From an optimization exercise on the open Yosys and OpenROAD flow, aimed at small area; shortcuts taken in it are not production practice. The RTL was checked by simulation tests, not by an equivalence proof against the original design. Power and IR drop assume default switching activity.

Setup of run A:
## zr_microseq
module zr_microseq (
    input  wire        clk,
    input  wire        rst,       
    input  wire        tick,
    input  wire        en,        
    input  wire        halt,      
    input  wire        inv,       
    input  wire [39:0] pos,       
    input  wire [31:0] vel,       
    input  wire [15:0] v1,        
    input  wire [15:0] v2,
    input  wire [15:0] v3,
    input  wire [15:0] v4,
    output reg         done,
    output reg  [2:0]  band,
    output reg  [2:0]  tgt,
    output reg         pend,
    output reg  [9:0]  addr,
    output wire [11:0] mag_a,
    output wire        pol_a,
    output wire [11:0] mag_b,
    output wire        pol_b
);
For scale: roughly 190 I/O pins.
Settings: LEC_CHECK=0, ABC_AREA=1, CAP_MARGIN=20, CORE_MARGIN=2, CORE_UTILIZATION=60, CTS_BUF_LIST=sky130_fd_sc_hd__clkbuf_8, CTS_CLUSTER_DIAMETER=25, CTS_CLUSTER_SIZE=8, GPL_TIMING_DRIVEN=0, SLEW_MARGIN=20, SYNTH_MEMORY_MAX_BITS=16384; clock period 50.0 ns.
standard.sh (not shown) runs the stock make flow with config.mk's settings and CLKGATE_MAP_FILE= SYNTH_SCRIPT=/design/flow/synth_recipe.tcl, a recipe that flattens the netlist after the stock synthesis.
==> flow/flow/run.sh <==
#!/bin/bash
# The standard layout with three changes, none of which touches the registers:
#  1. after the standard synthesis, its combinational cells are mapped again by ABC with an
#     area script (flow/area.abc); the registers keep their cells and names;
#  2. each cell is then swapped for the smallest cell of its family (the clock period leaves
#     tens of ns of slack; repair_design still fixes slew and load after placement);
#  3. the port buffers are the smallest buffer cell.
set -euo pipefail
export BUFFER_PORTS_ARGS="-buffer_cell sky130_fd_sc_hd__buf_1"
PLAT=$FLOW_HOME/platforms/$FLOW_PLATFORM
LIB=$PLAT/lib/sky130_fd_sc_hd__tt_025C_1v80.lib
RES=orfs/results/$FLOW_PLATFORM/zr_microseq/base
YOSYS=${YOSYS_EXE:-$(command -v yosys || echo /OpenROAD-flow-scripts/tools/install/yosys/bin/yosys)}

bash standard.sh synth > standard_synth.log 2>&1
cp $RES/1_2_yosys.v standard_synth_netlist.v

python3 flow/cellmap.py $LIB cellmap.v > cellmap.log 2>&1
DU=$(python3 - "$PLAT/config.mk" <<'PY'
import re, sys
t = open(sys.argv[1]).read().replace('\\\n', ' ')
cells = []
for m in re.finditer(r'^export\s+DONT_USE_CELLS\s*\+?=\s*(.*)$', t, re.M):
    cells += m.group(1).split()
print(' '.join('-dont_use ' + c for c in cells))
PY
)
cat > resyn.ys <<EOY
read_liberty -lib $LIB
read_verilog standard_synth_netlist.v
hierarchy -top $FLOW_TOP
techmap -map cellmap.v
techmap
opt -purge
abc -liberty $LIB $DU -script flow/area.abc
opt_clean -purge
hilomap -singleton -hicell sky130_fd_sc_hd__conb_1 HI -locell sky130_fd_sc_hd__conb_1 LO
stat -liberty $LIB
check -assert -mapped
write_verilog -noattr -nohex -nodec resyn_netlist.v
EOY
$YOSYS -s resyn.ys > resyn.log 2>&1
python3 flow/downsize.py resyn_netlist.v $LIB $PLAT/config.mk > downsize.log 2>&1
cp resyn_netlist.v $RES/1_2_yosys.v
bash standard.sh > standard_flow.log 2>&1
==> flow/flow/area.abc <==
strash
&get -n
&deepsyn -T 90
&dch -f
&nf -a -F 50 -A 50 -R 200 -C 32
&put
Other scripts of this flow, unchanged in this note and not shown: flow/flow/cellmap.py, flow/flow/downsize.py
Input changes introduced in run B (baseline for comparison: run A):
Settings: swapping 25 for 60 in CTS_CLUSTER_DIAMETER; swapping 8 for 30 in CTS_CLUSTER_SIZE; clearing GPL_TIMING_DRIVEN, which used to be 0.
==> flow/flow/area.abc <==
strash
&get -n
&deepsyn -T 60
&dch -f
&nf -a -F 5 -A 5
&put
==> notes.md <==
Run B completed end to end with timing, DRC and antenna clean. Run A reached the end of the flow, and the finished layout is clean on the timing, DRC and antenna checks. Summary of run B over run A: flip-flop and latch area comparable; height of the chip now larger; portion of the layout cell area used by non-clock buffers comparable. Between run B and run A, the power per unit of standard cell area is higher for run B.
Here is what was changed in the inputs of run C compared with run B.
Settings: changing CTS_CLUSTER_SIZE from 30 to 8; removing CTS_CLUSTER_DIAMETER (formerly 60).
==> flow/flow/area.abc <==
strash
&get -n
&deepsyn -T 90
&dch -f
&nf -a -F 20 -A 20 -R 50
&put
--- outcome ---
Between run C and run B, it is run C whose worst setup slack is lower, by 530 ps. Run B -> run C: total power per unit cell area decreased slightly. Measured against each other, run B and run C differ in total die area, the higher figure coming from run B. Relative to run B, the total core area measured on run C has decreased by a few percent. | global-route wire length before repair | lower: run C |. Post-route met1 wirelength of run C falls short of that of run B by more than 10%. Looking only at clock period minus final worst setup slack, and setting everything else aside, the lower value of run B and run C goes to run B. Status: share of total power in combinational logic parity (run B, run C). Final weighted congestion in routability-driven placement was lower in the run labelled run C. Row global-route usage: run C lower / run B higher.

* * *

zr_microseq, a different RTL version from the one above (not shown whole).
For scale: roughly 830 cells after synthesis, about 190 I/O pins, roughly 7000 um2 of cells after synthesis.
Settings: LEC_CHECK=0, ABC_AREA=1, CAP_MARGIN=20, CORE_MARGIN=2, CORE_UTILIZATION=45, CTS_BUF_LIST=sky130_fd_sc_hd__clkbuf_8, CTS_CLUSTER_DIAMETER=20, CTS_CLUSTER_SIZE=6, GPL_TIMING_DRIVEN=0, SLEW_MARGIN=20, SYNTH_MEMORY_MAX_BITS=16384; clock period 50.0 ns.
==> flow/flow/area.abc <==
strash
&get -n
&deepsyn -T 90
&put
strash
&get -n
&deepsyn -T 90 -S 5
&put
strash
&get -n
&deepsyn -T 90 -S 9
&dch -f
&nf -a -p -F 50 -A 50 -R 200 -C 32
&put
Scripts as last shown in full above: flow/flow/run.sh
Other scripts of this flow, unchanged in this note and not shown: flow/flow/cellmap.py, flow/flow/downsize.py
The baseline finished with timing, DRC and antenna clean.
Next try:
--- a/flow/flow/area.abc
+++ b/flow/flow/area.abc
@@ -11,0 +12,8 @@
+&put
+strash
+&get -n
+&deepsyn -T 90 -S 13
+&put
+strash
+&get -n
+&deepsyn -T 90 -S 21
CORE_UTILIZATION = 52   (was 45)
CTS_CLUSTER_DIAMETER = 25   (was 20)
CTS_CLUSTER_SIZE = 8   (was 6)
=> Via count went up slightly; worst setup slack gets better by 0.41 ns; final area fell slightly; global-route usage rose by 3.4 points; synthesized area stays the same.

* * *

## the baseline
Starting RTL as in the previous note.
clock: 50.0 ns
lec_check: 0
abc_area: 1
cap_margin: 20
core_margin: 2
core_utilization: 45
cts_buf_list: sky130_fd_sc_hd__clkbuf_8
cts_cluster_diameter: 25
cts_cluster_size: 8
gpl_timing_driven: 0
slew_margin: 20
synth_memory_max_bits: 16384
Scripts as last shown in full above: flow/flow/run.sh
Other scripts of this flow, unchanged in this note and not shown: flow/flow/area.abc, flow/flow/cellmap.py, flow/flow/downsize.py
Input-level comparison between the candidate and the baseline:
# the baseline
export LEC_CHECK = 0
export ABC_AREA = 1
export CAP_MARGIN = 20
export CORE_MARGIN = 2
export CORE_UTILIZATION = 45
export CTS_BUF_LIST = sky130_fd_sc_hd__clkbuf_8
export CTS_CLUSTER_DIAMETER = 25
export CTS_CLUSTER_SIZE = 8
export GPL_TIMING_DRIVEN = 0
export SLEW_MARGIN = 20
export SYNTH_MEMORY_MAX_BITS = 16384
create_clock -name core_clock -period 50.0 [get_ports {clk}]
# the candidate
export LEC_CHECK = 0
export ABC_AREA = 1
export CAP_MARGIN = 20
export CORE_MARGIN = 2
export CORE_UTILIZATION = 45
export CTS_BUF_LIST = sky130_fd_sc_hd__clkbuf_16
export CTS_CLUSTER_DIAMETER = 100
export CTS_CLUSTER_SIZE = 30
export GPL_TIMING_DRIVEN = 0
export SLEW_MARGIN = 20
export SYNTH_MEMORY_MAX_BITS = 16384
create_clock -name core_clock -period 50.0 [get_ports {clk}]
Results
- Looking at the reports, the baseline completed the entire flow and the layout it produced met the timing, DRC and antenna checks.
- The candidate: full flow OK, the timing, DRC and antenna checks passed
- Changes observed in the candidate relative to the baseline: global-route usage now sits at about the same level; final period demand of the worst path down 0.14 ns; power increased by 11% relative to the old numbers.
- Final design utilization ended up 0.66 points higher on the candidate than on the baseline.

==> port drivers added, routing unchanged <==
In the flow no input, the clock included, has a driving cell. The finished layouts below were timed again as built, in two steps. Step 1: set_driving_cell puts a clkbuf_16 on clk and a buf_2 on each other input, an assumption about the parent block. Step 2 also shifts input and output timing later by t, the mid clock arrival at the registers, as if the neighbouring blocks saw the same clock. Slacks: no drivers / after step 1 / after step 2; pairs: no drivers / after step 1.
run	t, ns	slack for setup (ns)	hold slack, ns	latest minus earliest clock arrival (ns)	pins driven straight from the clock port
run A	0.418	30.733 / 30.695 / 31.113	0.330 / 0.330 / 0.330	0.012 / 0.012	1
run B	0.433	31.772 / 31.732 / 32.165	0.339 / 0.339 / 0.339	0.020 / 0.020	1
run C	0.425	31.238 / 31.200 / 31.625	0.338 / 0.338 / 0.338	0.012 / 0.012	1
the first run of note 2	0.417	29.490 / 29.451 / 29.868	0.336 / 0.336 / 0.336	0.022 / 0.022	1
the second run of note 2	0.415	29.901 / 29.861 / 30.276	0.326 / 0.326 / 0.326	0.019 / 0.020	1
the baseline	0.417	29.490 / 29.451 / 29.868	0.336 / 0.336 / 0.336	0.022 / 0.022	1
the candidate	0.399	29.632 / 29.587 / 29.986	0.329 / 0.329 / 0.329	0.016 / 0.016	1
After both steps setup and hold are still met in every run listed.
